This design comes from an exercise in tuning for small area, a short achievable clock period and few clock cycles per item on the open sky130 flow, not from production work. In this exercise RTL edits were held to simulation tests only and were not proved equivalent to the original.

==> design.v <==
module ime_sbox_top (
  input  wire [7:0]  a,
  output wire [11:0] m
);
  wire U0 = a[7], U1 = a[6], U2 = a[5], U3 = a[4], U4 = a[3], U5 = a[2], U6 = a[1], U7 = a[0];
  wire T1, T2, T3, T4, T5, T6, T7, T8, T9, T10, T11, T12;
  wire T13, T14, T15, T16, T17, T18, T19, T20, T21, T22, T23, T24;
  wire T25, T26, T27, M1, M2, M3, M4, M5, M6, M7, M8, M9;
  wire M10, M11, M12, M13, M14, M15, M16, M17, M18, M19, M20, M21;
  wire M22, M23, M24, M25, M26, M27, M28, M29, M30, M31, M32, M33;
  wire M34, M35, M36, M37, M38, M39, M40;
  assign T1 = U0 ^ U3;
  assign T2 = U0 ^ U5;
  assign T3 = U0 ^ U6;
  assign T4 = U3 ^ U5;
  assign T5 = U4 ^ U6;
  assign T6 = T1 ^ T5;
  assign T7 = U1 ^ U2;
  assign T8 = U7 ^ T6;
  assign T9 = U7 ^ T7;
  assign T10 = T6 ^ T7;
  assign T11 = U1 ^ U5;
  assign T12 = U2 ^ U5;
  assign T13 = T3 ^ T4;
  assign T14 = T6 ^ T11;
  assign T15 = T5 ^ T11;
  assign T16 = T5 ^ T12;
  assign T17 = T9 ^ T16;
  assign T18 = U3 ^ U7;
  assign T19 = T7 ^ T18;
  assign T20 = T1 ^ T19;
  assign T21 = U6 ^ U7;
  assign T22 = T7 ^ T21;
  assign T23 = T2 ^ T22;
  assign T24 = T2 ^ T10;
  assign T25 = T20 ^ T17;
  assign T26 = T3 ^ T16;
  assign T27 = T1 ^ T12;
  assign M1 = T13 & T6;
  assign M2 = T23 & T8;
  assign M3 = T14 ^ M1;
  assign M4 = T19 & U7;
  assign M5 = M4 ^ M1;
  assign M6 = T3 & T16;
  assign M7 = T22 & T9;
  assign M8 = T26 ^ M6;
  assign M9 = T20 & T17;
  assign M10 = M9 ^ M6;
  assign M11 = T1 & T15;
  assign M12 = T4 & T27;
  assign M13 = M12 ^ M11;
  assign M14 = T2 & T10;
  assign M15 = M14 ^ M11;
  assign M16 = M3 ^ M2;
  assign M17 = M5 ^ T24;
  assign M18 = M8 ^ M7;
  assign M19 = M10 ^ M15;
  assign M20 = M16 ^ M13;
  assign M21 = M17 ^ M15;
  assign M22 = M18 ^ M13;
  assign M23 = M19 ^ T25;
  assign M24 = M22 ^ M23;
  assign M25 = M22 & M20;
  assign M26 = M21 ^ M25;
  assign M27 = M20 ^ M21;
  assign M28 = M23 ^ M25;
  assign M29 = M28 & M27;
  assign M30 = M26 & M24;
  assign M31 = M20 & M23;
  assign M32 = M27 & M31;
  assign M33 = M27 ^ M25;
  assign M34 = M21 & M22;
  assign M35 = M24 & M34;
  assign M36 = M24 ^ M25;
  assign M37 = M21 ^ M29;
  assign M38 = M32 ^ M33;
  assign M39 = M23 ^ M30;
  assign M40 = M35 ^ M36;
  assign m = {M37, M38, M39, M40, T1, T2, T3, T6, T8, T9, T16, T20};
endmodule
module ime_sbox_bot (
  input  wire [11:0] m,
  output wire [7:0]  y
);
  wire M37, M38, M39, M40, T1, T2, T3, T6, T8, T9, T16, T20;
  assign {M37, M38, M39, M40, T1, T2, T3, T6, T8, T9, T16, T20} = m;
  wire T4, T10, T13, T27, T15, T17, T19, T22, T23, U7;
  assign T4 = T1 ^ T2;
  assign T10 = T8 ^ T9;
  assign T13 = T4 ^ T3;
  assign T27 = T6 ^ T16;
  assign T15 = T10 ^ T27;
  assign T17 = T9 ^ T16;
  assign T19 = T1 ^ T20;
  assign T22 = T3 ^ T20;
  assign T23 = T22 ^ T2;
  assign U7 = T6 ^ T8;
  wire M41, M42, M43, M44, M45, M46, M47, M48, M49, M50, M51, M52;
  wire M53, M54, M55, M56, M57, M58, M59, M60, M61, M62, M63, L0;
  wire L1, L2, L3, L4, L5, L6, L7, L8, L9, L10, L11, L12;
  wire L13, L14, L15, L16, L17, L18, L19, L20, L21, L22, L23, L24;
  wire L25, L26, L27, L28, L29, S0, S1, S2, S3, S4, S5, S6;
  wire S7;
  assign M41 = M38 ^ M40;
  assign M42 = M37 ^ M39;
  assign M43 = M37 ^ M38;
  assign M44 = M39 ^ M40;
  assign M45 = M42 ^ M41;
  assign M46 = M44 & T6;
  assign M47 = M40 & T8;
  assign M48 = M39 & U7;
  assign M49 = M43 & T16;
  assign M50 = M38 & T9;
  assign M51 = M37 & T17;
  assign M52 = M42 & T15;
  assign M53 = M45 & T27;
  assign M54 = M41 & T10;
  assign M55 = M44 & T13;
  assign M56 = M40 & T23;
  assign M57 = M39 & T19;
  assign M58 = M43 & T3;
  assign M59 = M38 & T22;
  assign M60 = M37 & T20;
  assign M61 = M42 & T1;
  assign M62 = M45 & T4;
  assign M63 = M41 & T2;
  assign L0 = M61 ^ M62;
  assign L1 = M50 ^ M56;
  assign L2 = M46 ^ M48;
  assign L3 = M47 ^ M55;
  assign L4 = M54 ^ M58;
  assign L5 = M49 ^ M61;
  assign L6 = M62 ^ L5;
  assign L7 = M46 ^ L3;
  assign L8 = M51 ^ M59;
  assign L9 = M52 ^ M53;
  assign L10 = M53 ^ L4;
  assign L11 = M60 ^ L2;
  assign L12 = M48 ^ M51;
  assign L13 = M50 ^ L0;
  assign L14 = M52 ^ M61;
  assign L15 = M55 ^ L1;
  assign L16 = M56 ^ L0;
  assign L17 = M57 ^ L1;
  assign L18 = M58 ^ L8;
  assign L19 = M63 ^ L4;
  assign L20 = L0 ^ L1;
  assign L21 = L1 ^ L7;
  assign L22 = L3 ^ L12;
  assign L23 = L18 ^ L2;
  assign L24 = L15 ^ L9;
  assign L25 = L6 ^ L10;
  assign L26 = L7 ^ L9;
  assign L27 = L8 ^ L10;
  assign L28 = L11 ^ L14;
  assign L29 = L11 ^ L17;
  assign S0 = L6 ^ L24;
  assign S1 = ~(L16 ^ L26);
  assign S2 = ~(L19 ^ L28);
  assign S3 = L6 ^ L21;
  assign S4 = L20 ^ L22;
  assign S5 = L25 ^ L29;
  assign S6 = ~(L13 ^ L27);
  assign S7 = ~(L6 ^ L23);
  assign y = {S0, S1, S2, S3, S4, S5, S6, S7};
endmodule
module ime_ks (
  input  wire         clk,
  input  wire         rst,          
  input  wire         key_we,
  input  wire [2:0]   key_idx,
  input  wire [31:0]  key_wdata,
  input  wire         req_valid,
  output wire         req_ready,
  input  wire [15:0]  req_epoch,
  input  wire [2:0]   req_port,
  input  wire [28:0]  req_line,
  output wire         ks_valid,
  input  wire         ks_ready,
  output wire [1:0]   ks_blk,
  output wire [127:0] ks_data
);
  localparam U  = 7;            
  localparam QN = 5;            
  localparam QA = 3;            
  localparam TW = QA + 4;       
  genvar g, u;
  integer i;
  reg [255:0] key;
  always @(posedge clk) begin
    if (key_we)
      key[255 - 32*key_idx -: 32] <= key_wdata;
  end
  function [7:0] xtime(input [7:0] b);
    xtime = {b[6:0], 1'b0} ^ (b[7] ? 8'h1b : 8'h00);
  endfunction
  function [31:0] mixcol(input [31:0] c);
    reg [7:0] a0, a1, a2, a3;
    begin
      a0 = c[31:24]; a1 = c[23:16]; a2 = c[15:8]; a3 = c[7:0];
      mixcol[31:24] = xtime(a0) ^ (xtime(a1) ^ a1) ^ a2 ^ a3;
      mixcol[23:16] = a0 ^ xtime(a1) ^ (xtime(a2) ^ a2) ^ a3;
      mixcol[15:8]  = a0 ^ a1 ^ xtime(a2) ^ (xtime(a3) ^ a3);
      mixcol[7:0]   = (xtime(a0) ^ a0) ^ a1 ^ a2 ^ xtime(a3);
    end
  endfunction
  function [127:0] mixcolumns(input [127:0] s);
    mixcolumns = {mixcol(s[127:96]), mixcol(s[95:64]), mixcol(s[63:32]), mixcol(s[31:0])};
  endfunction
  function [127:0] shiftrows(input [127:0] s);
    integer k;
    begin
      for (k = 0; k < 16; k = k + 1)
        shiftrows[127 - 8*k -: 8] = s[127 - 8*(((k/4 + k%4) % 4)*4 + k%4) -: 8];
    end
  endfunction
  function [127:0] kstep(input [127:0] old, input [31:0] t);
    reg [31:0] w0, w1, w2, w3;
    begin
      w0 = old[127:96] ^ t;
      w1 = old[95:64]  ^ w0;
      w2 = old[63:32]  ^ w1;
      w3 = old[31:0]   ^ w2;
      kstep = {w0, w1, w2, w3};
    end
  endfunction
  function [QA:0] pinc(input [QA:0] p);
    pinc = (p == 2*QN - 1) ? {(QA+1){1'b0}} : p + 1'b1;
  endfunction
  function [QA-1:0] pidx(input [QA:0] p);
    pidx = (p >= QN) ? p - QN : p;
  endfunction
  reg  [4:0]    ph;                  
  reg  [QA:0]   hd, tl;              
  reg  [QA:0]   el;                  
  reg  [1:0]    eb;                  
  reg  [1:0]    nb;                  
  reg           ov;                  
  reg  [1:0]    ob;
  reg           rdy;
  reg  [47:0]   q [0:QN-1];          
  reg  [127:0]  e_odd, e_even;       
  reg  [47:0]   kmid;                
  reg  [127:0]  r0 [0:U-1];
  reg  [191:0]  r1 [0:U-1];
  reg  [TW-1:0] t0 [0:U-1];          
  reg  [TW-1:0] t1 [0:U-1];
  reg  [127:0]  outr;
  wire [127:0]  rk [0:U-1];          
  wire [31:0] ksin = ph[1] ? {e_odd[23:0], e_odd[31:24]} : e_even[31:0];
  wire [47:0] kmid_n;
  wire [31:0] ksub;
  generate
    for (g = 0; g < 4; g = g + 1) begin : g_ksbox
      ime_sbox_top u_kt (.a(ksin[31 - 8*g -: 8]), .m(kmid_n[47 - 12*g -: 12]));
      ime_sbox_bot u_kb (.m(kmid[47 - 12*g -: 12]), .y(ksub[31 - 8*g -: 8]));
    end
  endgenerate
  wire [7:0]   rcon   = 8'h01 << ph[4:2];
  wire [31:0]  kt     = ph[1] ? (ksub ^ {rcon, 24'h0}) : ksub;
  wire         first  = (ph[4:2] == 3'd0);
  wire [127:0] k_odd  = first ? key[127:0] : kstep(e_odd, kt);
  wire [127:0] k_even = kstep(first ? key[255:128] : e_even, kt);
  always @(posedge clk) begin
    kmid <= kmid_n;
    if (ph[1:0] == 2'd1)
      e_odd <= k_odd;
    if (ph[1:0] == 2'd3)
      e_even <= k_even;
  end
  generate
    if (U == 2) begin : g_k2
      assign rk[0] = e_odd;
      assign rk[1] = e_even;
    end else begin : g_kn
      for (u = 0; u < U; u = u + 1) begin : g_ku
        reg [127:0] kr;
        reg         ld;
        integer j;
        always @(*) begin
          ld = 1'b0;
          for (j = u + 1; j <= 14; j = j + U)
            if (ph == 2*j - 1) ld = 1'b1;
        end
        always @(posedge clk) begin
          if (ld)
            kr <= ph[1] ? k_even : k_odd;
        end
        assign rk[u] = kr;
      end
    end
  endgenerate
  wire [127:0] nxt [0:U-1];
  wire [127:0] srl;
  generate
    for (u = 0; u < U; u = u + 1) begin : g_unit
      wire [191:0] m;
      wire [127:0] sb;
      for (g = 0; g < 16; g = g + 1) begin : g_sbox
        ime_sbox_top u_t (.a(r0[u][127 - 8*g -: 8]), .m(m[191 - 12*g -: 12]));
        ime_sbox_bot u_b (.m(r1[u][191 - 12*g -: 12]), .y(sb[127 - 8*g -: 8]));
      end
      wire [127:0] sr = shiftrows(sb);
      if (u == U - 1) begin : g_last
        assign srl = sr;
      end
      if (U == 14 && u == U - 1) begin : g_nomc
        assign nxt[u] = 128'd0;
      end else begin : g_mc
        assign nxt[u] = mixcolumns(sr) ^ rk[u];
      end
      always @(posedge clk) begin
        r1[u] <= m;
      end
    end
  endgenerate
  wire [127:0] fin = srl ^ rk[U-1];    
  wire          win    = (ph < 2*U);                  
  reg           busy;                                 
  always @(*) begin
    busy = 1'b0;
    for (i = 0; i < U; i = i + 1)
      busy = busy | t0[i][TW-1] | t1[i][TW-1];
  end
  wire          entry  = win && (ph == 5'd0 || busy) && (el != tl);
  wire [47:0]   qctr   = q[pidx(el)];
  wire [127:0]  newblk = {qctr ^ key[255:208], key[207:130], key[129:128] ^ eb};
  wire          kill   = rst || key_we;
  wire [TW-1:0] xt     = t1[U-1];                    
  wire          exit_v = win && xt[TW-1];
  wire          ofree  = !ov || ks_ready;
  wire          match  = exit_v && (xt[TW-2:2] == hd) && (xt[1:0] == nb);
  wire          take   = match && ofree;
  wire          fail   = match && !ofree;
  wire          retire = take && (xt[1:0] == 2'd3);
  wire          acc    = req_valid && rdy;
  wire [QA:0]   hd_n   = retire ? pinc(hd) : hd;
  wire [QA:0]   tl_n   = acc ? pinc(tl) : tl;
  wire [QA:0]   cnt_n  = (tl_n >= hd_n) ? tl_n - hd_n : tl_n + 2*QN - hd_n;    
  always @(posedge clk) begin
    r0[0] <= entry ? newblk : nxt[U-1];
    for (i = 1; i < U; i = i + 1)
      r0[i] <= nxt[i-1];
    if (kill) begin
      for (i = 0; i < U; i = i + 1) begin
        t0[i] <= {TW{1'b0}};
        t1[i] <= {TW{1'b0}};
      end
    end else begin
      t0[0] <= entry ? {1'b1, el, eb} : (win ? {TW{1'b0}} : t1[U-1]);
      for (i = 1; i < U; i = i + 1)
        t0[i] <= t1[i-1];
      for (i = 0; i < U; i = i + 1)
        t1[i] <= t0[i];
    end
  end
  always @(posedge clk) begin
    if (acc)
      q[pidx(tl)] <= {req_epoch, req_port, req_line};
    if (take)
      ob <= xt[1:0];
  end
  always @(posedge clk) begin
    outr <= outr ^ ({128{take}} & (fin ^ outr));
  end
  always @(posedge clk) begin
    if (rst) begin
      ph  <= 5'd0;
      hd  <= {(QA+1){1'b0}};
      tl  <= {(QA+1){1'b0}};
      el  <= {(QA+1){1'b0}};
      eb  <= 2'd0;
      nb  <= 2'd0;
      ov  <= 1'b0;
      rdy <= 1'b1;
    end else begin
      if (!busy && !entry)
        ph <= 5'd0;
      else
        ph <= (ph == 5'd27) ? 5'd0 : ph + 5'd1;
      if (fail) begin
        el <= hd;
        eb <= nb;
      end else if (entry) begin
        eb <= eb + 2'd1;
        if (eb == 2'd3)
          el <= pinc(el);
      end
      if (take) begin
        ov <= 1'b1;
        nb <= nb + 2'd1;
      end else if (ks_ready) begin
        ov <= 1'b0;
      end
      hd  <= hd_n;
      tl  <= tl_n;
      rdy <= (cnt_n != QN);
    end
  end
  assign req_ready = rdy;
  assign ks_valid  = ov;
  assign ks_blk    = ob;
  assign ks_data   = outr;
endmodule
==> run.sh <==
#!/bin/bash
# synth_recipe.tcl (not shown) runs the flow's synth.tcl, then flattens the netlist and writes it again
# the make line also repeats each setting of config.mk as NAME=value (left out here)
make -C /OpenROAD-flow-scripts/flow DESIGN_CONFIG=/design/flow/config.mk WORK_HOME=/design/flow/orfs CLKGATE_MAP_FILE= SYNTH_SCRIPT=/design/flow/synth_recipe.tcl finish
==> config.mk <==
export PLATFORM = sky130hd
export DESIGN_NAME = ime_ks
export DESIGN_NICKNAME = ime_ks
export VERILOG_FILES = /design/flow/design.v
export SDC_FILE = /design/flow/constraint.sdc
export NUM_CORES = 8
export LEC_CHECK = 0
export ABC_AREA = 1
export ABC_CLOCK_PERIOD_IN_PS = 3000
export CAP_MARGIN = 20
export CORE_MARGIN = 2
export CORE_UTILIZATION = 40
export SETUP_SLACK_MARGIN = 5
export SLEW_MARGIN = 20
==> constraint.sdc <==
create_clock -name core_clock -period 8.0 [get_ports {clk}]
set_input_delay 1.6000 -clock core_clock [delete_from_list [all_inputs] [get_ports {clk}]]
set_output_delay 1.6000 -clock core_clock [all_outputs]
set_load 0.01 [all_outputs]
==> results.yml, run 1 <==
setup_path:
  end_kind: "output port"
  path_cells: "buf_2"
  cp.required_ns: 6.40
  worst-path-buf-inv: 1
  r2r_cells: 23
  worst-path-stages: 1
  critical_path.startpoint_type: "flip-flop"
  cp_top_family: "flip-flops"
  r2r-start: "ph[3]"
  crit_fanout: 16
  critical-path-max-stage-delay_ns: 1.08
  criticalPathCategory: "reg -> out"
  critPathCapture: "ks_data[24]"
  cpMaxStageDelayCell: "edfxtp_1"
  rrSetupSlack_ns: 4.37
  arrival_ns: 2.57
  timing.rr.end: "rdy"
die:
  die_h_um: 896
  die_w_um: 896
  core_mm2: 0.793
  fp-row-count: 327
  start_util_pct: 40.1
  ios: 220
  dieArea_mm2: 0.802
global_route:
  antenna_found_initial: 244
  grt_pass1_vias: 264670
  track_usage_pct: 30.6
  grt-ovfl-total: 0
  grt_max_degree: 128
  grt_pass1_wl_mm: 1800
yosys:
  synth-seq-area-share_pct: 31.9
  synth_compound_area_share_pct: 3.57
  yosys_warnings: 9
  synth_top_flop_cell: "dfxtp_1"
  synth_top_area_share_pct: 19.0
  yosysUniqueCellTypes: 63
  syn_area_mm2: 0.318
  synth_edf_count: 1778
  synth_xor_area_share_pct: 31.0
  ys_async_sr_fraction_pct: 0
  yosys.area.top_type: "xor2_1"
  syn_area_per_cell_um2: 7.37
  ys_top_cells_by_area: "xor2_1 19%, edfxtp_1 17%, nand2_1 17%"
  synthAdderAreaFrac_pct: 1.03
  synth_top_family_by_area: "XOR/XNOR gates"
  yosys-mux-area-fraction_pct: 0
  synthesis.nets: 43495
  syn_inst: 43148
  synth_seq_cells: 4187
  synthSimpleGateAreaFrac_pct: 25.6
cts:
  clkLatencyLatePin_ns: 1.20
  clk_pin_slew_ns: 0.06
  clock_tree.root_cell: "clkbuf_16"
  clock_sinks: 4187
  h-tree-depth: 6
  cts_tree: "done"
  hold_buffers: 0
  max-clock-path-buffers: 4
  cts_buffers: 524
placement:
  hpwl_mm: 982
  placedCellCount: 53729
  pre_cts_ws_ns: 2.46
  place_congestion: 1.00
  port_buffers: 219
  placed_area_mm2: 0.335
timing:
  slew_headroom_pct: 22.2
  finalCritPeriodShare_pct: 52.1
  rsz0062_at_grt: "true"
  setup_violations: 0
  worstMarginPinSlew_ns: 1.17
  max_freq_ghz: 0.240
  finClkSkew_ns: 0.126
  hold_viol: 0
  fin_ws_ns: 3.83
  whs_ns: 0.405
  min_period_ns: 4.17
  setup_tns_ns: 0
  drv_slew: 0
final_layout:
  drive_above_1_share_pct: 23.3
  final_cells: 57681
  final_cell_mix: "12525 x nand2_1, 5147 x inv_1, 4938 x xor2_1, 2819 x xnor2_1, 2069 x nand3_1"
  syn2layout_area_growth_pct: 32.6
  fin_nets: 46168
  nFillCells: 71748
  fin_area_mm2: 0.422
  final_util_pct: 53.2
  layout_commonest_cell: "nand2_1"
detailed_routing:
  dr.pass1.iters: 9
  wl_mm: 1330
  ant_nets: 0
  drc: 0
  vias_per_cell: 5.11
  dr.first_iter.drc_count: 30843
  num_vias: 294948
  wire_per_inst_um: 23.1
flow_run:
  max-cap-violations: 0
status:
  outcome: "timing/DRC/antenna clean"
hold_path:
  hp-class: "reg -> reg"
repair_timing:
action,4_1_cts,5_1_grt
setup buffers,729,1320
gates resized for setup,4293,5703
endpoints found under the setup margin,3430,2942
pin swaps,627,1776
gates cloned,31,14
how the worst min path moves through the flow:
stage	startpoint	endpoint	slack, ns	depth (start not counted)
finish	t0[4][4]	t1[4][4]	0.40	2
floorplan	t1[0][0]	t0[1][0]	0.39	2
CTS	t0[2][5]	t1[2][5]	0.40	2
global route	t0[4][4]	t1[4][4]	0.41	2
global placement	t1[3][0]	t0[4][0]	0.39	2
detailed placement	t0[4][4]	t1[4][4]	0.40	2
sequential cells by signal (all words and copies together) (netlist names), 49 cells and up, named ones only:
| signal | count |
|---|---|
| g_kn.g_ku.kr | 896 |
| e_even | 128 |
| t1 | 49 |
| q | 240 |
| e_odd | 128 |
| key | 256 |
| r0 | 896 |
| r1 | 1344 |
| t0 | 49 |
synthesized netlist by cell type, types with 48 or more instances:
cell / n
a21oi_1: 335
a31oi_1: 70
and2_1: 52
buf_2: 82
clkbuf_1: 231
clkbuf_2: 48
dfxtp_1: 2409
edfxtp_1: 1778
ha_1: 256
inv_1: 5337
nand2_1: 14213
nand2_2: 117
nand3_1: 2563
nand3b_1: 259
nand4_1: 145
nor2_1: 1996
o21ai_0: 1087
o22ai_1: 226
o32ai_1: 69
or2_2: 374
xnor2_1: 3790
xnor2_2: 52
xor2_1: 6899
xor2_2: 201
cell families (layout without fill, tap and decap cells):
family          after synthesis  in the layout
simple gates              19944          19954
fa+ha+maj                   259            259
flops                      4187           4187
compound gates             2019           2020
buf+inv                    5769           8870
xor+xnor                  10970          10970
other cells                   0            893
routing by layer:
metal / vias up / track usage, % / wire length [um]
li1: 137627 / - / -
met1: 140140 / 38.9 / 509000
met2: 13878 / 46.2 / 577000
met3: 3265 / 5.75 / 128000
met4: 38 / 23.3 / 116000
met5: - / 0 / 253
area by class of cell:
class                      count  area [um^2]  share of cell area (%)
tap                        10528        13200                    3.12
timing repair inverter         5         58.8                  0.0139
clock buffer                 706        15000                    3.56
sequential                  4187       103000                    24.4
multi-input combinational  33203       240000                    56.9
antenna                      893         2230                   0.530
clock inverter               259         3010                   0.714
inverter                    5368        20400                    4.84
timing repair buffer        2532        24700                    5.85
Testbench counts, summed over its fixed seeds: cycles 3,232, items 384.
==> run 2: changes to the inputs <==
--- a/design.v
+++ b/design.v
@@ -247,7 +247,7 @@
   reg  [TW-1:0] t1 [0:U-1];
   reg  [127:0]  outr;
   wire [127:0]  rk [0:U-1];          
-  wire [31:0] ksin = ph[1] ? {e_odd[23:0], e_odd[31:24]} : e_even[31:0];
+  wire [31:0] ksin = ph[1] ? e_even[31:0] : {e_odd[23:0], e_odd[31:24]};
   wire [47:0] kmid_n;
   wire [31:0] ksub;
   generate
@@ -259,35 +259,28 @@
   wire [7:0]   rcon   = 8'h01 << ph[4:2];
   wire [31:0]  kt     = ph[1] ? (ksub ^ {rcon, 24'h0}) : ksub;
   wire         first  = (ph[4:2] == 3'd0);
-  wire [127:0] k_odd  = first ? key[127:0] : kstep(e_odd, kt);
-  wire [127:0] k_even = kstep(first ? key[255:128] : e_even, kt);
   always @(posedge clk) begin
     kmid <= kmid_n;
-    if (ph[1:0] == 2'd1)
-      e_odd <= k_odd;
-    if (ph[1:0] == 2'd3)
-      e_even <= k_even;
+    if (ph[1:0] == 2'd0)
+      e_odd <= first ? key[127:0] : kstep(e_odd, kt);
+    if (ph[1:0] == 2'd2)
+      e_even <= kstep(first ? key[255:128] : e_even, kt);
   end
   generate
-    if (U == 2) begin : g_k2
-      assign rk[0] = e_odd;
-      assign rk[1] = e_even;
-    end else begin : g_kn
-      for (u = 0; u < U; u = u + 1) begin : g_ku
-        reg [127:0] kr;
-        reg         ld;
-        integer j;
-        always @(*) begin
-          ld = 1'b0;
-          for (j = u + 1; j <= 14; j = j + U)
-            if (ph == 2*j - 1) ld = 1'b1;
-        end
-        always @(posedge clk) begin
-          if (ld)
-            kr <= ph[1] ? k_even : k_odd;
-        end
-        assign rk[u] = kr;
+    for (u = 0; u < U; u = u + 1) begin : g_ku
+      reg [127:0] kr;
+      reg         ld;
+      integer j;
+      always @(*) begin
+        ld = 1'b0;
+        for (j = u + 1; j <= 14; j = j + U)
+          if (ph == 2*j - 1) ld = 1'b1;
       end
+      always @(posedge clk) begin
+        if (ld)
+          kr <= ph[1] ? e_even : e_odd;
+      end
+      assign rk[u] = kr;
     end
   endgenerate
   wire [127:0] nxt [0:U-1];
@@ -336,7 +329,7 @@
   wire          acc    = req_valid && rdy;
   wire [QA:0]   hd_n   = retire ? pinc(hd) : hd;
   wire [QA:0]   tl_n   = acc ? pinc(tl) : tl;
-  wire [QA:0]   cnt_n  = (tl_n >= hd_n) ? tl_n - hd_n : tl_n + 2*QN - hd_n;    
+  wire [QA:0]   cnt_n  = (tl_n >= hd) ? tl_n - hd : tl_n + 2*QN - hd;
   always @(posedge clk) begin
     r0[0] <= entry ? newblk : nxt[U-1];
     for (i = 1; i < U; i = i + 1)
==> config.mk (replaced) <==
export PLATFORM = sky130hd
export DESIGN_NAME = ime_ks
export DESIGN_NICKNAME = ime_ks
export VERILOG_FILES = /design/flow/design.v
export SDC_FILE = /design/flow/constraint.sdc
export NUM_CORES = 8
export LEC_CHECK = 0
export ABC_CLOCK_PERIOD_IN_PS = 3400
export CAP_MARGIN = 20
export CORE_MARGIN = 2
export CORE_UTILIZATION = 55
export SETUP_SLACK_MARGIN = 4.6
export SLEW_MARGIN = 20
==> results.yml, run 2 <==
setup_path:
  cp.required_ns: 8.85
  path_cells: "clkdlybuf4s50_1 -> ha_1 -> ha_1 -> inv_1 -> nor3_4 -> nand3_2 -> a22o_1"
  critical_path.startpoint_type: "input pin"
  crit_fanout: 16
  criticalPathCategory: "in -> reg"
  end_kind: "flip-flop"
  crit_top_cell: "ha_1"
  arrival_ns: 4.37
  cp_top_family: "simple AND/OR/NAND/NOR gates"
  cpMaxStageDelayCell: "nand3_2"
  worst-path-buf-inv: 2
  critical-path-max-stage-delay_ns: 0.64
timing:
  setup_violations: 0
  finalCritPeriodShare_pct: 43.9
  finClkSkew_ns: 0.0799
  hold_viol: 0
  fin_ws_ns: 4.48
  max_freq_ghz: 0.284
  worstMarginPinSlew_ns: 1.32
  min_period_ns: 3.52
  slew_headroom_pct: 12.3
  drv_slew: 0
  setup_tns_ns: 0
  rsz0062_at_grt: "true"
final_layout:
  drive_above_1_share_pct: 13.5
  nFillCells: 45374
  layout_commonest_cell: "xnor2_1"
  largest_reg_flops: 1344
  syn2layout_area_growth_pct: 14.0
  reg_top3: "r1 (1344), g_ku.kr (896), r0 (896)"
  fin_area_mm2: 0.344
  final_cell_mix: "8113 x xnor2_1, 3379 x xor2_1, 2394 x nand2_1, 2016 x dfxtp_1, 1778 x edfxtp_1"
  final_util_pct: 62.9
  fin_nets: 30738
  regMostFlops: "r1"
  final_cells: 38719
yosys:
  syn_area_per_cell_um2: 9.89
  synth_seq_cells: 4187
  synth_common_cells: "9036 x xnor2_1, 3724 x xor2_1, 2410 x nand2_1"
  ys_async_sr_fraction_pct: 0
  yosysUniqueCellTypes: 107
  synth-seq-area-share_pct: 33.6
  syn_area_mm2: 0.302
  yosysMostFrequentCell: "xnor2_1"
  synth_top_flop_cell: "dfxtp_1"
  synth_top_area_share_pct: 26.2
  synthesis.nets: 30916
  ys_top_cells_by_area: "xnor2_1 26%, edfxtp_1 18%, dfxtp_1 16%"
  yosys_warnings: 9
  yosys.area.top_type: "xnor2_1"
  synth_edf_count: 1778
  syn_inst: 30566
detailed_routing:
  dr.first_iter.drc_count: 23367
  wl_mm: 1060
  drc: 0
  num_vias: 217489
  wire_per_inst_um: 27.3
  vias_per_cell: 5.62
  ant_nets: 1
  dr.pass1.iters: 8
global_route:
  gr-usage-met1_pct: 47.6
  grt_pass1_wl_mm: 1460
  grt_use_met2_pct: 54.2
  grt_pass1_vias: 200321
  track_usage_pct: 36.5
  grt-ovfl-total: 0
  antenna_found_initial: 240
  grt.busiest_layer: "met2"
  met3_usage_pct: 6.82
  grt_max_degree: 128
placement:
  placed_area_mm2: 0.310
  hpwl_mm: 805
  port_buffers: 219
  pre_cts_ws_ns: 2.98
  place_congestion: 0.970
  placedCellCount: 36842
die:
  die_h_um: 745
  dieArea_mm2: 0.555
  die_w_um: 745
  fp-row-count: 272
  start_util_pct: 55.2
  ios: 220
  core_mm2: 0.548
status:
  so_faults: "antenna rules"
  outcome: "complete, but fails checks"
cts:
  h-tree-depth: 5
  cts_buffers: 473
  clock_sinks: 4187
  hold_buffers: 0
  clock_tree.root_cell: "clkbuf_16"
  clkLatencyLatePin_ns: 1.10
  clk_pin_slew_ns: 0.06
  max-clock-path-buffers: 4
  cts_tree: "done"
hold_path:
  hp-class: "reg -> reg"
flow_run:
  max-cap-violations: 0
==> run 2: changes by cell type in the layout (fill, tap and decap cells not counted), moves of 437 or more <==
cell     change
nand2_4    -640
buf_4     -1189
xnor2_1   +5294
inv_1     -4323
a21oi_1    +583
xor2_4     -463
xnor3_1    +437
xor2_2    -1342
nand3_1   -1892
nand2_2   -1123
nand2_1  -10131
xor2_1    -1559
mux2i_1    +503
nor2b_1    +614
==> run 2: kinds of logic after synthesis <==
family | count (synthesis) | synth area share [%]
xor+xnor | 13519 | 42.5
buf+inv | 2306 | 3.02
fa+ha+maj | 374 | 1.46
simple gates | 5874 | 8.88
flops | 4187 | 33.6
compound gates | 3375 | 7.06
mux | 931 | 3.43
==> run 2: what timing repair did <==
item	CTS	global route
setup endpoints to repair	1654	1202
buffers inserted	123	202
pin swaps	118	196
resized for setup	1470	1074
gates cloned	4	3
==> run 2: through the flow <==
step                hold WS (ns)
floorplan                  0.406
detailed placement         0.411
CTS                        0.425
global route               0.436
global placement           0.407
finish                     0.424
==> run 2: final cells by class <==
class	instances	area (um^2)	area share (%)
clock buffer	623	13600	3.94
multi-input combinational	24079	205000	59.5
clock inverter	277	2950	0.857
inverter	825	3120	0.907
tap	7261	9080	2.64
timing repair buffer	822	7160	2.08
antenna	645	1610	0.469
sequential	4187	102000	29.7
==> run 2: path summary, 6_finish.rpt <==
check                           startpoint         to  slack [ns]  depth (start not counted)
worst max register to register   r1[5][77]  r0[6][95]        4.53                          8
worst min register to register    t0[5][5]   t1[5][5]        0.42                          1
worst max-delay path            key_idx[1]   key[159]        4.48                          7
worst min-delay path              t0[5][5]   t1[5][5]        0.42                          1
==> run 2: layer usage <==
layer	up-vias	part of all wire (%)	wire length, um
met3	2153	9.1	95900
met1	105295	40	419000
li1	100304	-	-
met4	40	7.4	78000
met5	-	0.027	283
met2	9697	44	465000
Testbench counts of run 2, summed over its fixed seeds: cycles 3,232, items 384.
==> run 3: changes to the inputs <==
--- a/config.mk
+++ b/config.mk
@@ -8,6 +8,6 @@
 export ABC_CLOCK_PERIOD_IN_PS = 3400
 export CAP_MARGIN = 20
 export CORE_MARGIN = 2
-export CORE_UTILIZATION = 55
+export CORE_UTILIZATION = 65
 export SETUP_SLACK_MARGIN = 4.6
 export SLEW_MARGIN = 20
==> results.yml, run 3 <==
setup_path:
  crit_fanout: 129
  cp_top_family: "simple AND/OR/NAND/NOR gates"
  path_cells: "nor3_2 -> buf_12 -> a21oi_1 -> or3_4 -> buf_12 -> nor2_1 -> a21oi_1"
  end_kind: "flip-flop"
  criticalPathCategory: "reg -> reg"
  worst-path-buf-inv: 2
  critical_path.startpoint_type: "flip-flop"
  arrival_ns: 4.46
  cpMaxStageDelayCell: "nor2_1"
  cp.required_ns: 8.93
  critical-path-max-stage-delay_ns: 0.76
detailed_routing:
  dr.pass1.iters: 6
  wl_mm: 1020
  ant_nets: 2
  wire_per_inst_um: 27.1
  num_vias: 221686
  dr.first_iter.drc_count: 26007
  vias_per_cell: 5.91
  drc: 0
die:
  die_w_um: 686
  ios: 220
  core_mm2: 0.463
  die_h_um: 686
  dieArea_mm2: 0.470
  fp-row-count: 250
  start_util_pct: 65.2
final_layout:
  fin_nets: 30569
  reg_top3: "r1 (1344), g_ku.kr (896), r0 (896)"
  drive_above_1_share_pct: 12.2
  nFillCells: 33565
  regArea_mm2: 0.102
  syn2layout_area_growth_pct: 12.4
  final_cell_mix: "8241 x xnor2_1, 3417 x xor2_1, 2395 x nand2_1, 2047 x dfxtp_1, 1778 x edfxtp_1"
  largest_reg_flops: 1344
  layout_commonest_cell: "xnor2_1"
  regMostFlops: "r1"
  multi_input_area_mm2: 0.203
global_route:
  grt_pass1_wl_mm: 1410
  grt_max_degree: 186
  antenna_found_initial: 192
  grt_pass1_vias: 201099
  grt-ovfl-total: 0
  track_usage_pct: 41.3
yosys:
  synth_top_area_share_pct: 26.2
  yosysUniqueCellTypes: 107
  synth_xor_area_share_pct: 42.5
  synthesis.nets: 30916
  synth_seq_cells: 4187
  syn_inst: 30566
  synth_common_cells: "9036 x xnor2_1, 3724 x xor2_1, 2410 x nand2_1"
  syn_area_mm2: 0.302
  ys_async_sr_fraction_pct: 0
  synth_top_family_by_area: "XOR/XNOR gates"
  yosys.area.top_type: "xnor2_1"
  syn_area_per_cell_um2: 9.89
  synth_top_flop_cell: "dfxtp_1"
  synthSimpleGateAreaFrac_pct: 8.88
  synth_edf_count: 1778
  synthAdderAreaFrac_pct: 1.46
  ys_top_cells_by_area: "xnor2_1 26%, edfxtp_1 18%, dfxtp_1 16%"
  synth_compound_area_share_pct: 7.06
  yosys-mux-area-fraction_pct: 3.43
  synth-seq-area-share_pct: 33.6
  yosysMostFrequentCell: "xnor2_1"
  yosys_warnings: 9
status:
  so_faults: "antenna rules, slew limit"
  outcome: "complete, but fails checks"
timing:
  finClkSkew_ns: 0.119
  min_period_ns: 3.53
  setup_violations: 0
  slew_headroom_pct: -1.54
  fin_ws_ns: 4.47
  finalCritPeriodShare_pct: 44.2
  hold_viol: 0
  worstMarginPinSlew_ns: 1.52
  drv_slew: 31
  setup_tns_ns: 0
  max_freq_ghz: 0.283
  rsz0062_at_grt: "true"
placement:
  port_buffers: 219
  pre_cts_ws_ns: 3.08
  hpwl_mm: 752
  place_congestion: 1.01
cts:
  cts_buffers: 456
  clk_pin_slew_ns: 0.06
  cts_tree: "done"
  h-tree-depth: 5
  clkLatencyLatePin_ns: 1.15
  clock_sinks: 4187
  clock_tree.root_cell: "clkbuf_16"
  max-clock-path-buffers: 4
  hold_buffers: 0
hold_path:
  hp-class: "reg -> reg"
flow_run:
  max-cap-violations: 0
[run 3: layout make-up]
cell class / count / area share (%)
timing repair buffer: 675 / 1.83
sequential: 4187 / 30.1
multi-input combinational: 24074 / 59.7
tap: 6174 / 2.27
clock inverter: 284 / 0.923
clock buffer: 587 / 3.79
inverter: 825 / 0.915
antenna: 693 / 0.510
[run 3: cell families after synthesis]
family	Yosys count
XOR/XNOR	13519
AND/OR/NAND/NOR	5874
flip-flops	4187
AO/OA/AOI/OAI	3375
buffers and inverters	2306
multiplexers	931
adder cells (fa/ha/maj)	374
[run 3: layer usage]
layer / global-route usage, % / part of all wire, %
met5: 0 / 0.039
met2: 59.6 / 43
met1: 52.0 / 37
met3: 10.5 / 12
met4: 34.7 / 9.1
[run 3: what timing repair did]
action	in CTS	in global routing
resized for setup	1171	968
endpoints found under the setup margin	1110	1079
cloned	3	3
setup buffers	75	166
pin swaps	99	153
[run 3: worst paths after layout]
check / from / endpoint / slack, ns / cells after the start
worst max-delay path: ph[4] / r0[0][73] / 4.47 / 7
worst min-delay path: t1[1][4] / t0[2][4] / 0.42 / 1
worst max register to register: ph[4] / r0[0][73] / 4.47 / 7
worst min register to register: t1[1][4] / t0[2][4] / 0.42 / 1
[run 3: metrics by stage]
stage | util, % | instance area, um^2 | cells | hold slack (ns)
2_1_floorplan | - | 302000 | 30566 | 0.406
3_3_place_gp | 66.6 | 309000 | 35688 | 0.407
3_5_place_dp | 66.6 | 309000 | 35688 | 0.410
4_1_cts | 71.4 | 331000 | 36637 | 0.422
5_1_grt | 73.1 | 339000 | 37079 | 0.434
6_report | 73.4 | 340000 | 37499 | 0.417
==> run 4: changes to the inputs <==
--- a/config.mk
+++ b/config.mk
@@ -8,6 +8,6 @@
 export ABC_CLOCK_PERIOD_IN_PS = 3400
 export CAP_MARGIN = 20
 export CORE_MARGIN = 2
-export CORE_UTILIZATION = 65
+export CORE_UTILIZATION = 40
 export SETUP_SLACK_MARGIN = 4.6
 export SLEW_MARGIN = 20
==> results.yml, run 4 <==
global_route:
  track_usage_pct: 26.2
  grt-ovfl-total: 0
  antenna_found_initial: 221
  grt_pass1_vias: 201159
  grt_pass1_wl_mm: 1450
  grt_max_degree: 147
setup_path:
  cp_top_family: "XOR/XNOR gates"
  end_kind: "flip-flop"
  worst-path-buf-inv: 0
  rrSetupSlack_ns: 4.44
  cpMaxStageDelayCell: "xnor2_1"
  r2r-start: "r1[6][17]"
  cp.required_ns: 8.73
  critical_path.startpoint_type: "flip-flop"
  criticalPathCategory: "reg -> reg"
  arrival_ns: 4.29
  critical_path.startpoint: "r1[6][17]"
  critical-path-max-stage-delay_ns: 1.02
  crit_fanout: 7
  path_cells: "xnor3_2 -> nor2_1 -> xor2_1 -> xor3_2 -> xnor2_4 -> xnor2_1"
yosys:
  synth_common_cells: "9036 x xnor2_1, 3724 x xor2_1, 2410 x nand2_1"
  ys_top_cells_by_area: "xnor2_1 26%, edfxtp_1 18%, dfxtp_1 16%"
  synth_edf_count: 1778
  synth-seq-area-share_pct: 33.6
  synth_top_flop_cell: "dfxtp_1"
  yosysMostFrequentCell: "xnor2_1"
  ys_async_sr_fraction_pct: 0
  synth_seq_cells: 4187
  yosys.area.top_type: "xnor2_1"
  synthesis.nets: 30916
  syn_inst: 30566
  syn_area_per_cell_um2: 9.89
  synth_top_area_share_pct: 26.2
  syn_area_mm2: 0.302
  yosys_warnings: 9
  yosysUniqueCellTypes: 107
detailed_routing:
  dr.first_iter.drc_count: 24702
  vias_per_cell: 5.31
  wire_per_inst_um: 25.5
  dr.pass1.iters: 6
  num_vias: 219299
  drc: 0
  wl_mm: 1050
  ant_nets: 1
die:
  ios: 220
  die_h_um: 873
  die_w_um: 873
  fp-row-count: 319
  start_util_pct: 40.1
  dieArea_mm2: 0.762
  core_mm2: 0.754
hold_path:
  worstHoldStart: "t0[0][4]"
  hp-class: "reg -> reg"
cts:
  max-clock-path-buffers: 4
  clkLatencyLatePin_ns: 1.17
  cts_buffers: 475
  h-tree-depth: 5
  cts_tree: "done"
  clock_sinks: 4187
  clk_pin_slew_ns: 0.06
  clock_tree.root_cell: "clkbuf_16"
timing:
  min_period_ns: 3.56
  whs_ns: 0.395
  worstMarginPinSlew_ns: 1.29
  hold_viol: 0
  setup_tns_ns: 0
  max_freq_ghz: 0.281
  slew_headroom_pct: 13.6
  finalCritPeriodShare_pct: 44.6
  finClkSkew_ns: 0.132
  setup_violations: 0
  rsz0062_at_grt: "true"
  drv_slew: 0
status:
  so_faults: "antenna rules"
  outcome: "complete, but fails checks"
placement:
  port_buffers: 219
  place_congestion: 1.00
  hpwl_mm: 783
final_layout:
  largest_reg_flops: 1344
  syn2layout_area_growth_pct: 14.9
  fin_nets: 30664
  drive_above_1_share_pct: 13.5
  nFillCells: 69833
  layout_commonest_cell: "xnor2_1"
  reg_top3: "r1 (1344), g_ku.kr (896), r0 (896)"
  final_util_pct: 46.1
  regMostFlops: "r1"
  final_cell_mix: "8131 x xnor2_1, 3389 x xor2_1, 2392 x nand2_1, 1991 x dfxtp_1, 1778 x edfxtp_1"
flow_run:
  max-cap-violations: 0
-- run 4: path summary, 6_finish.rpt --
path / endpoint / cells past startpoint
worst max-delay path: flip-flop / 6
worst min-delay path: t1[0][4] / 1
worst max register to register: flip-flop / 6
worst min register to register: t1[0][4] / 1
-- run 4: metal layers --
metal | GRT usage (%) | vias to the layer above | routed length, um | share of wire [%]
met3 | 6.25 | 2195 | 108000 | 10
li1 | - | 100005 | - | -
met1 | 34.1 | 106367 | 418000 | 40
met2 | 38.7 | 10712 | 457000 | 43
met4 | 17.0 | 20 | 70300 | 6.7
met5 | 0 | - | 180 | 0.017
-- run 4: repair_timing --
action	4_1_cts	5_1_grt
hold buffers	0	0
buffers inserted	110	180
setup endpoints to repair	1268	1130
pin swaps	147	201
endpoints found under the hold margin	0	0
gates resized for setup	1571	1087
cloned	6	3
-- run 4: logic make-up (layout without fill, tap and decap cells) --
group / after synthesis / in the layout / share of synthesized area (%)
compound gates: 3375 / 3375 / 7.06
xor+xnor: 13519 / 13520 / 42.5
fa+ha+maj: 374 / 374 / 1.46
buf+inv: 2306 / 2477 / 3.02
flops: 4187 / 4187 / 33.6
mux: 931 / 931 / 3.43
other cells: 0 / 574 / 0
simple gates: 5874 / 5877 / 8.88
-- run 4: area by class of cell --
class	count	area, um^2	area share [%]
timing repair buffer	748	6390	1.84
inverter	825	3120	0.899
clock buffer	614	13400	3.87
sequential	4187	102000	29.4
clock inverter	290	3410	0.982
tap	9951	12500	3.59
multi-input combinational	24077	205000	59.0
antenna	574	1440	0.414
-- run 4: through the flow --
step | area (um^2) | cells | setup slack (ns)
6_report | 347000 | 41266 | 4.44
3_3_place_gp | 313000 | 39489 | 3.11
2_1_floorplan | 302000 | 30566 | 3.33
5_1_grt | 346000 | 40899 | 4.47
3_5_place_dp | 313000 | 39489 | 3.10
4_1_cts | 338000 | 40509 | 4.38
==> run 5: changes to the inputs <==
--- a/design.v
+++ b/design.v
@@ -187,9 +187,15 @@
   genvar g, u;
   integer i;
   reg [255:0] key;
-  always @(posedge clk) begin
-    if (key_we)
-      key[255 - 32*key_idx -: 32] <= key_wdata;
+  reg         kw_we;
+  reg  [2:0]  kw_idx;
+  reg  [31:0] kw_data;
+  always @(posedge clk) begin
+    kw_we   <= key_we;
+    kw_idx  <= key_idx;
+    kw_data <= key_wdata;
+    if (kw_we)
+      key[255 - 32*kw_idx -: 32] <= kw_data;
   end
   function [7:0] xtime(input [7:0] b);
     xtime = {b[6:0], 1'b0} ^ (b[7] ? 8'h1b : 8'h00);
@@ -300,7 +306,7 @@
       if (U == 14 && u == U - 1) begin : g_nomc
         assign nxt[u] = 128'd0;
       end else begin : g_mc
-        assign nxt[u] = mixcolumns(sr) ^ rk[u];
+        assign nxt[u] = (u == U - 1) ? mixcolumns(sr) : mixcolumns(sr) ^ rk[u];
       end
       always @(posedge clk) begin
         r1[u] <= m;
@@ -318,7 +324,7 @@
   wire          entry  = win && (ph == 5'd0 || busy) && (el != tl);
   wire [47:0]   qctr   = q[pidx(el)];
   wire [127:0]  newblk = {qctr ^ key[255:208], key[207:130], key[129:128] ^ eb};
-  wire          kill   = rst || key_we;
+  wire          kill   = rst || key_we || kw_we;
   wire [TW-1:0] xt     = t1[U-1];                    
   wire          exit_v = win && xt[TW-1];
   wire          ofree  = !ov || ks_ready;
@@ -331,7 +337,7 @@
   wire [QA:0]   tl_n   = acc ? pinc(tl) : tl;
   wire [QA:0]   cnt_n  = (tl_n >= hd) ? tl_n - hd : tl_n + 2*QN - hd;
   always @(posedge clk) begin
-    r0[0] <= entry ? newblk : nxt[U-1];
+    r0[0] <= (nxt[U-1] & {128{~entry}}) ^ (entry ? newblk : rk[U-1]);
     for (i = 1; i < U; i = i + 1)
       r0[i] <= nxt[i-1];
     if (kill) begin
@@ -350,11 +356,10 @@
   always @(posedge clk) begin
     if (acc)
       q[pidx(tl)] <= {req_epoch, req_port, req_line};
-    if (take)
-      ob <= xt[1:0];
-  end
-  always @(posedge clk) begin
-    outr <= outr ^ ({128{take}} & (fin ^ outr));
+    if (take) begin
+      outr <= fin;
+      ob   <= xt[1:0];
+    end
   end
   always @(posedge clk) begin
     if (rst) begin
==> flow/run.sh (new file) <==
#!/bin/bash
# Own flow: the standard layout (standard.sh), with more antenna repair
# iterations for the detailed router.
set -euo pipefail
sed -e "s#SYNTH_SCRIPT=\([^ ]*\)#SYNTH_SCRIPT=\1 MAX_REPAIR_ANTENNAS_ITER_DRT=15#" standard.sh > own.sh
grep -q "MAX_REPAIR_ANTENNAS_ITER_DRT=15" own.sh
bash own.sh > layout.log 2>&1
==> standard.sh (new file) <==
#!/bin/bash
# synth_recipe.tcl (not shown) runs the flow's synth.tcl, then flattens the netlist and writes it again
# the make line also repeats each setting of config.mk as NAME=value (left out here)
make -C /OpenROAD-flow-scripts/flow DESIGN_CONFIG=/design/flow/config.mk WORK_HOME=/design/flow/orfs CLKGATE_MAP_FILE= SYNTH_SCRIPT=/design/flow/synth_recipe.tcl "${@:-finish}"
--- a/config.mk
+++ b/config.mk
@@ -8,6 +8,6 @@
 export ABC_CLOCK_PERIOD_IN_PS = 3400
 export CAP_MARGIN = 20
 export CORE_MARGIN = 2
-export CORE_UTILIZATION = 40
+export CORE_UTILIZATION = 55
 export SETUP_SLACK_MARGIN = 4.6
 export SLEW_MARGIN = 20
removed: run.sh
==> results.yml, run 5 <==
final_layout:
  drive_above_1_share_pct: 14.1
  final_cell_mix: "7973 x xnor2_1, 3387 x xor2_1, 2292 x nand2_1, 2044 x dfxtp_1, 1778 x edfxtp_1"
  regMostFlops: "r1"
  fin_nets: 30484
  layout_commonest_cell: "xnor2_1"
  syn2layout_area_growth_pct: 14.6
  nFillCells: 45273
  reg_top3: "r1 (1344), g_ku.kr (896), r0 (896)"
  multi_input_area_mm2: 0.205
  largest_reg_flops: 1344
  regArea_mm2: 0.103
yosys:
  syn_area_per_cell_um2: 9.99
  ys_top_cells_by_area: "xnor2_1 26%, edfxtp_1 18%, dfxtp_1 16%"
  yosys.area.top_type: "xnor2_1"
  syn_area_mm2: 0.302
  synth_common_cells: "8917 x xnor2_1, 3742 x xor2_1, 2445 x dfxtp_1"
  synth_top_flop_cell: "dfxtp_1"
  synth_edf_count: 1778
  yosys_warnings: 9
  synth_top_area_share_pct: 25.9
  yosysMostFrequentCell: "xnor2_1"
  synth-seq-area-share_pct: 33.9
  synthesis.nets: 30535
  synth_seq_cells: 4223
  syn_inst: 30188
  ys_async_sr_fraction_pct: 0
  yosysUniqueCellTypes: 96
detailed_routing:
  vias_per_cell: 5.62
  dr.first_iter.drc_count: 24493
  num_vias: 217561
  wire_per_inst_um: 27.8
  wl_mm: 1080
  ant_nets: 0
  drc: 0
  dr.pass1.iters: 7
hold_path:
  hp-class: "reg -> reg"
timing:
  rsz0062_at_grt: "true"
  worstMarginPinSlew_ns: 1.36
  setup_tns_ns: 0
  min_period_ns: 3.91
  drv_slew: 0
  whs_ns: 0.410
  setup_violations: 0
  hold_viol: 0
  max_freq_ghz: 0.256
  slew_headroom_pct: 9.54
  finClkSkew_ns: 0.133
  finalCritPeriodShare_pct: 48.9
die:
  core_mm2: 0.548
  die_h_um: 745
  start_util_pct: 55.1
  die_w_um: 745
  dieArea_mm2: 0.555
  ios: 220
  fp-row-count: 272
setup_path:
  critical_path.startpoint_type: "flip-flop"
  crit_fanout: 1
  cpMaxStageDelayCell: "edfxtp_1"
  worst-path-buf-inv: 1
  critical-path-max-stage-delay_ns: 0.89
  end_kind: "output port"
  criticalPathCategory: "reg -> out"
  cp.required_ns: 6.40
  path_cells: "buf_2"
  arrival_ns: 2.31
  cp_top_family: "flip-flops"
cts:
  cts_buffers: 474
  max-clock-path-buffers: 4
  cts_tree: "done"
  clock_sinks: 4223
  clkLatencyLatePin_ns: 1.18
  h-tree-depth: 5
  clock_tree.root_cell: "clkbuf_16"
  clk_pin_slew_ns: 0.07
global_route:
  grt-ovfl-total: 0
  antenna_found_initial: 246
  grt_max_degree: 149
  grt_pass1_wl_mm: 1470
  track_usage_pct: 37.3
  grt_pass1_vias: 196105
flow_run:
  max-cap-violations: 0
placement:
  place_congestion: 1.01
  port_buffers: 219
  hpwl_mm: 818
status:
  outcome: "timing/DRC/antenna clean"
-- run 5: cell count changes in the layout (fill, tap and decap cells not counted), sizes merged, moves of 28 or more --
cell,before,now
a22oi,216,178
a31oi,38,66
buf,613,736
dfxtp,2409,2445
diode,574,877
nand2,2411,2307
nor2,1441,1511
o21ai,1076,1020
xnor2,9099,8997
xnor3,528,605
-- run 5: repair_timing --
action / 4_1_cts / 5_1_grt
cloned: 3 / 2
gates resized for setup: 1663 / 1082
hold buffers: 0 / 0
setup buffers: 132 / 182
setup endpoints to repair: 1326 / 935
pin swaps: 160 / 180
-- run 5: cell families (layout without fill, tap and decap cells) --
kind of cell	count (synthesis)	count (layout)	share of synthesized area [%]
compound gates	3196	3196	6.70
xor+xnor	13502	13502	42.9
fa+ha+maj	371	371	1.45
buf+inv	2213	2586	2.93
flops	4223	4223	33.9
mux	912	912	3.37
other cells	0	877	0
simple gates	5771	5772	8.71
-- run 5: final cells by class --
type,count,share of cell area (%)
antenna,877,0.634
inverter,838,0.917
clock inverter,261,0.870
timing repair inverter,2,0.00579
sequential,4223,29.7
timing repair buffer,845,2.07
clock buffer,640,4.00
tap,7261,2.63
multi-input combinational,23753,59.1
-- run 5: per-stage QoR --
step                      setup WS, ns  instance area, um^2  util [%]  cells
after floorplan                   3.35               302000         -  30188
after detailed placement          3.51               311000      56.7  36602
after global routing              4.14               345000      63.0  38317
after global placement            3.50               310000      56.7  36600
final                             4.09               346000      63.2  38700
after CTS                         4.15               336000      61.3  37638
-- run 5: routing by layer --
metal	GRT usage, %	part of all wire, %
met1	49.0	39
met2	54.5	43
met3	7.70	9.8
met4	27.1	7.5
met5	0	0.018
-- run 5: path summary, 6_finish.rpt --
kind | cells past startpoint | endpoint | slack [ns] | from
setup / recovery | 1 | ks_data[73] | 4.09 | outr[73]
hold / removal | 1 | t1[5][1] | 0.41 | t0[5][1]
setup reg to reg | 7 | outr[78] | 4.46 | r1[6][18]
hold reg to reg | 1 | t1[5][1] | 0.41 | t0[5][1]
Testbench counts of run 5, summed over its fixed seeds: cycles 3,232, items 384.
==> run 6: changes to the inputs <==
==> flow/run.sh (replaced) <==
#!/bin/bash
# Own flow: the standard layout (standard.sh) with two changes:
#  - synthesis runs flow/my_synth.tcl: the standard synthesis script with
#    Yosys's default ABC mapping script in place of ORFS's speed script
#    (same flip-flops and register names);
#  - the detailed router gets more antenna repair iterations.
set -euo pipefail
W=$(pwd)
sed -e "s#SYNTH_SCRIPT=[^ ]*#SYNTH_SCRIPT=$W/flow/my_synth.tcl MAX_REPAIR_ANTENNAS_ITER_DRT=15#" standard.sh > own.sh
grep -q "SYNTH_SCRIPT=$W/flow/my_synth.tcl" own.sh
bash own.sh > layout.log 2>&1
==> flow/my_synth.tcl (new file) <==
# The standard synthesis (synth_recipe.tcl, which runs ORFS's synth.tcl), with
# one change: the technology mapping uses Yosys's default ABC script (area
# oriented, with the clock period as delay target) instead of ORFS's speed
# script. Everything else, flip-flop mapping and register names included, is
# the standard synthesis.
proc abc {args} {
  set out {}
  set skip 0
  foreach a $args {
    if {$skip} { set skip 0; continue }
    if {$a eq "-script"} { set skip 1; continue }
    lappend out $a
  }
  yosys abc {*}$out
}
source [file join [file dirname [file normalize [info script]]] .. synth_recipe.tcl]
--- a/config.mk
+++ b/config.mk
@@ -10,4 +10,4 @@
 export CORE_MARGIN = 2
 export CORE_UTILIZATION = 55
 export SETUP_SLACK_MARGIN = 4.6
-export SLEW_MARGIN = 20
+export SLEW_MARGIN = 60
==> results.yml, run 6 <==
status:
  outcome: "timing/DRC/antenna clean"
cts:
  clk_pin_slew_ns: 0.06
  h-tree-depth: 5
  cts_buffers: 464
  cts_tree: "done"
  hold_buffers: 0
  clkLatencyLatePin_ns: 1.11
  max-clock-path-buffers: 4
  clock_tree.root_cell: "clkbuf_16"
  clock_sinks: 4223
timing:
  setup_violations: 0
  drv_slew: 0
  min_period_ns: 3.65
  setup_tns_ns: 0
  slew_headroom_pct: 50.3
  rsz0062_at_grt: "true"
  finalCritPeriodShare_pct: 45.6
  worstMarginPinSlew_ns: 0.741
  hold_viol: 0
  finClkSkew_ns: 0.120
  max_freq_ghz: 0.274
final_layout:
  layout_commonest_cell: "xnor2_1"
  drive_above_1_share_pct: 12.9
  fin_nets: 27976
  regMostFlops: "r1"
  syn2layout_area_growth_pct: 18.1
  final_cell_mix: "7685 x xnor2_1, 5054 x xor2_1, 2971 x nand2_1, 2351 x dfxtp_1, 1778 x edfxtp_1"
  largest_reg_flops: 1344
  fin_area_mm2: 0.319
  nFillCells: 39413
  final_util_pct: 65.2
  reg_top3: "r1 (1344), g_ku.kr (896), r0 (896)"
yosys:
  yosys_warnings: 9
  yosys.area.top_type: "xnor2_1"
  synth_seq_cells: 4223
  synth_edf_count: 1778
  synth_top_area_share_pct: 28.6
  synthesis.nets: 26916
  synth_top_flop_cell: "dfxtp_1"
  synth-seq-area-share_pct: 37.9
  ys_top_cells_by_area: "xnor2_1 29%, edfxtp_1 20%, dfxtp_1 18%"
  syn_area_mm2: 0.270
  yosysUniqueCellTypes: 60
  syn_area_per_cell_um2: 10.2
  synth_common_cells: "8837 x xnor2_1, 5449 x xor2_1, 2980 x nand2_1"
  yosysMostFrequentCell: "xnor2_1"
  syn_inst: 26569
  ys_async_sr_fraction_pct: 0
global_route:
  grt_pass1_vias: 180259
  grt-ovfl-total: 0
  grt_max_degree: 88
  track_usage_pct: 37.2
  antenna_found_initial: 174
  grt_pass1_wl_mm: 1320
placement:
  hpwl_mm: 724
  place_congestion: 0.991
  placed_area_mm2: 0.291
  port_buffers: 219
detailed_routing:
  vias_per_cell: 5.50
  wl_mm: 963
  dr.pass1.iters: 8
  ant_nets: 0
  drc: 0
  num_vias: 192996
  wire_per_inst_um: 27.5
  dr.first_iter.drc_count: 20953
setup_path:
  path_cells: "buf_6"
  worst-path-buf-inv: 1
  cp_top_family: "flip-flops"
  criticalPathCategory: "reg -> out"
  cpMaxStageDelayCell: "edfxtp_1"
  critical_path.startpoint: "outr[36]"
  critical-path-max-stage-delay_ns: 0.76
  cp.required_ns: 6.40
  crit_fanout: 1
  r2r-start: "kmid[32]"
  arrival_ns: 2.05
  critical_path.startpoint_type: "flip-flop"
  end_kind: "output port"
die:
  die_w_um: 705
  die_h_um: 705
  start_util_pct: 55.2
  fp-row-count: 257
  ios: 220
  dieArea_mm2: 0.497
  core_mm2: 0.490
hold_path:
  worstHoldStart: "t1[3][1]"
  hp-class: "reg -> reg"
flow_run:
  max-cap-violations: 0
run 6: cell count changes after synthesis, sizes merged, moves of 302 or more:
cell,before,now
nor2,1511,980
nor2b,599,126
o21ai,1020,554
xnor3,605,99
xor2,3770,5451
clkbuf,928,323
buf,447,22
nand2,2307,2980
mux2i,512,195
nand2b,378,76
run 6: metrics by stage:
step | setup slack, ns | hold slack (ns) | std cells
2_1_floorplan | 3.12 | 0.406 | 26569
3_3_place_gp | 3.63 | 0.410 | 33188
3_5_place_dp | 3.65 | 0.411 | 33312
4_1_cts | 4.35 | 0.424 | 34284
5_1_grt | 4.43 | 0.436 | 34666
6_report | 4.35 | 0.422 | 35060
run 6: path summary, 6_finish.rpt:
kind	cells after the start	slack, ns	end
max reg2reg	14	4.58	e_odd[18]
min reg2reg	1	0.42	t0[4][1]
min	1	0.42	t0[4][1]
max	1	4.35	ks_data[36]
run 6: worst register-to-register path, delay by kind of cell (launching register included):
family | cells | cell delay (ns)
buf+inv | 3 | 0.48
xor+xnor | 9 | 2.06
compound gates | 1 | 0.08
flops | 1 | 0.37
simple gates | 1 | 0.16
run 6: what timing repair did:
item | CTS | global route
endpoints found under the setup margin | 495 | 582
pin swaps | 66 | 152
gates cloned | 4 | 5
buffers inserted | 88 | 223
resized for setup | 684 | 566
run 6: area by class of cell:
| type | instances | area [um^2] | share of cell area [%] |
|---|---|---|---|
| antenna | 542 | 1360 | 0.425 |
| clock buffer | 626 | 13500 | 4.23 |
| clock inverter | 254 | 2800 | 0.876 |
| inverter | 549 | 2060 | 0.646 |
| multi-input combinational | 21452 | 180000 | 56.3 |
| sequential | 4223 | 102000 | 32.1 |
| tap | 6475 | 8100 | 2.54 |
| timing repair buffer | 939 | 9250 | 2.90 |
run 6: logic make-up (layout without fill, tap and decap cells):
kind of cell	after synthesis	after routing	share of synthesized area, %
buf+inv	894	2368	1.24
mux	328	328	1.28
simple gates	4795	4795	7.42
fa+ha+maj	259	259	1.21
xor+xnor	14420	14420	47.4
compound gates	1650	1650	3.54
flops	4223	4223	37.9
other cells	0	542	0
run 6: per-layer routing:
| layer | wire [um] | vias to the layer above | share of wire (%) | track usage (%) |
|---|---|---|---|---|
| met5 | 182 | - | 0.019 | 0.529 |
| met4 | 62100 | 24 | 6.4 | 25.3 |
| met3 | 102000 | 2146 | 11 | 9.25 |
| met2 | 414000 | 10267 | 43 | 53.8 |
| met1 | 384000 | 93215 | 40 | 49.0 |
| li1 | - | 87344 | - | - |

-- separate check: timing with driven ports --
The flow's constraints put no driver on any port. The routed layouts listed below were extracted and timed again, unchanged, in two steps. Step 1 (the two cells are an assumption about what drives the block):
set clk [get_ports {clk}]
set_driving_cell -lib_cell sky130_fd_sc_hd__clkbuf_16 $clk
set_driving_cell -lib_cell sky130_fd_sc_hd__buf_2 [delete_from_list [all_inputs] $clk]
Step 2 adds t to the input delays and takes it off the output delays; t is the mean of the earliest and latest rising clock arrival at the registers after step 1. Input paths then give back, and output paths get back, about the clock's delay inside the block. Three values: ideal ports, drivers, drivers and shift; two values: the first two.
run	shift t [ns]	setup WS [ns]	hold slack, ns	slew at the worst register clock pin (ns)	cell pins on the clock port's net
run 1	1.278	3.832 / 3.686 / 3.186	0.405 / 0.405 / 0.405	0.07 / 0.07	1
run 2	1.203	4.485 / 4.359 / 3.396	0.424 / 0.424 / 0.424	0.08 / 0.08	1
run 3	1.236	4.465 / 4.465 / 3.522	0.417 / 0.417 / 0.417	0.07 / 0.07	1
run 4	1.243	4.436 / 4.346 / 3.444	0.395 / 0.395 / 0.395	0.07 / 0.07	1
run 5	1.245	4.090 / 3.955 / 3.677	0.410 / 0.410 / 0.410	0.07 / 0.07	1
run 6	1.175	4.352 / 4.225 / 3.768	0.422 / 0.422 / 0.422	0.07 / 0.07	1
For run 2, which loses most, drivers alone change the setup slack by -0.126 ns; drivers and shift together by -1.089 ns.
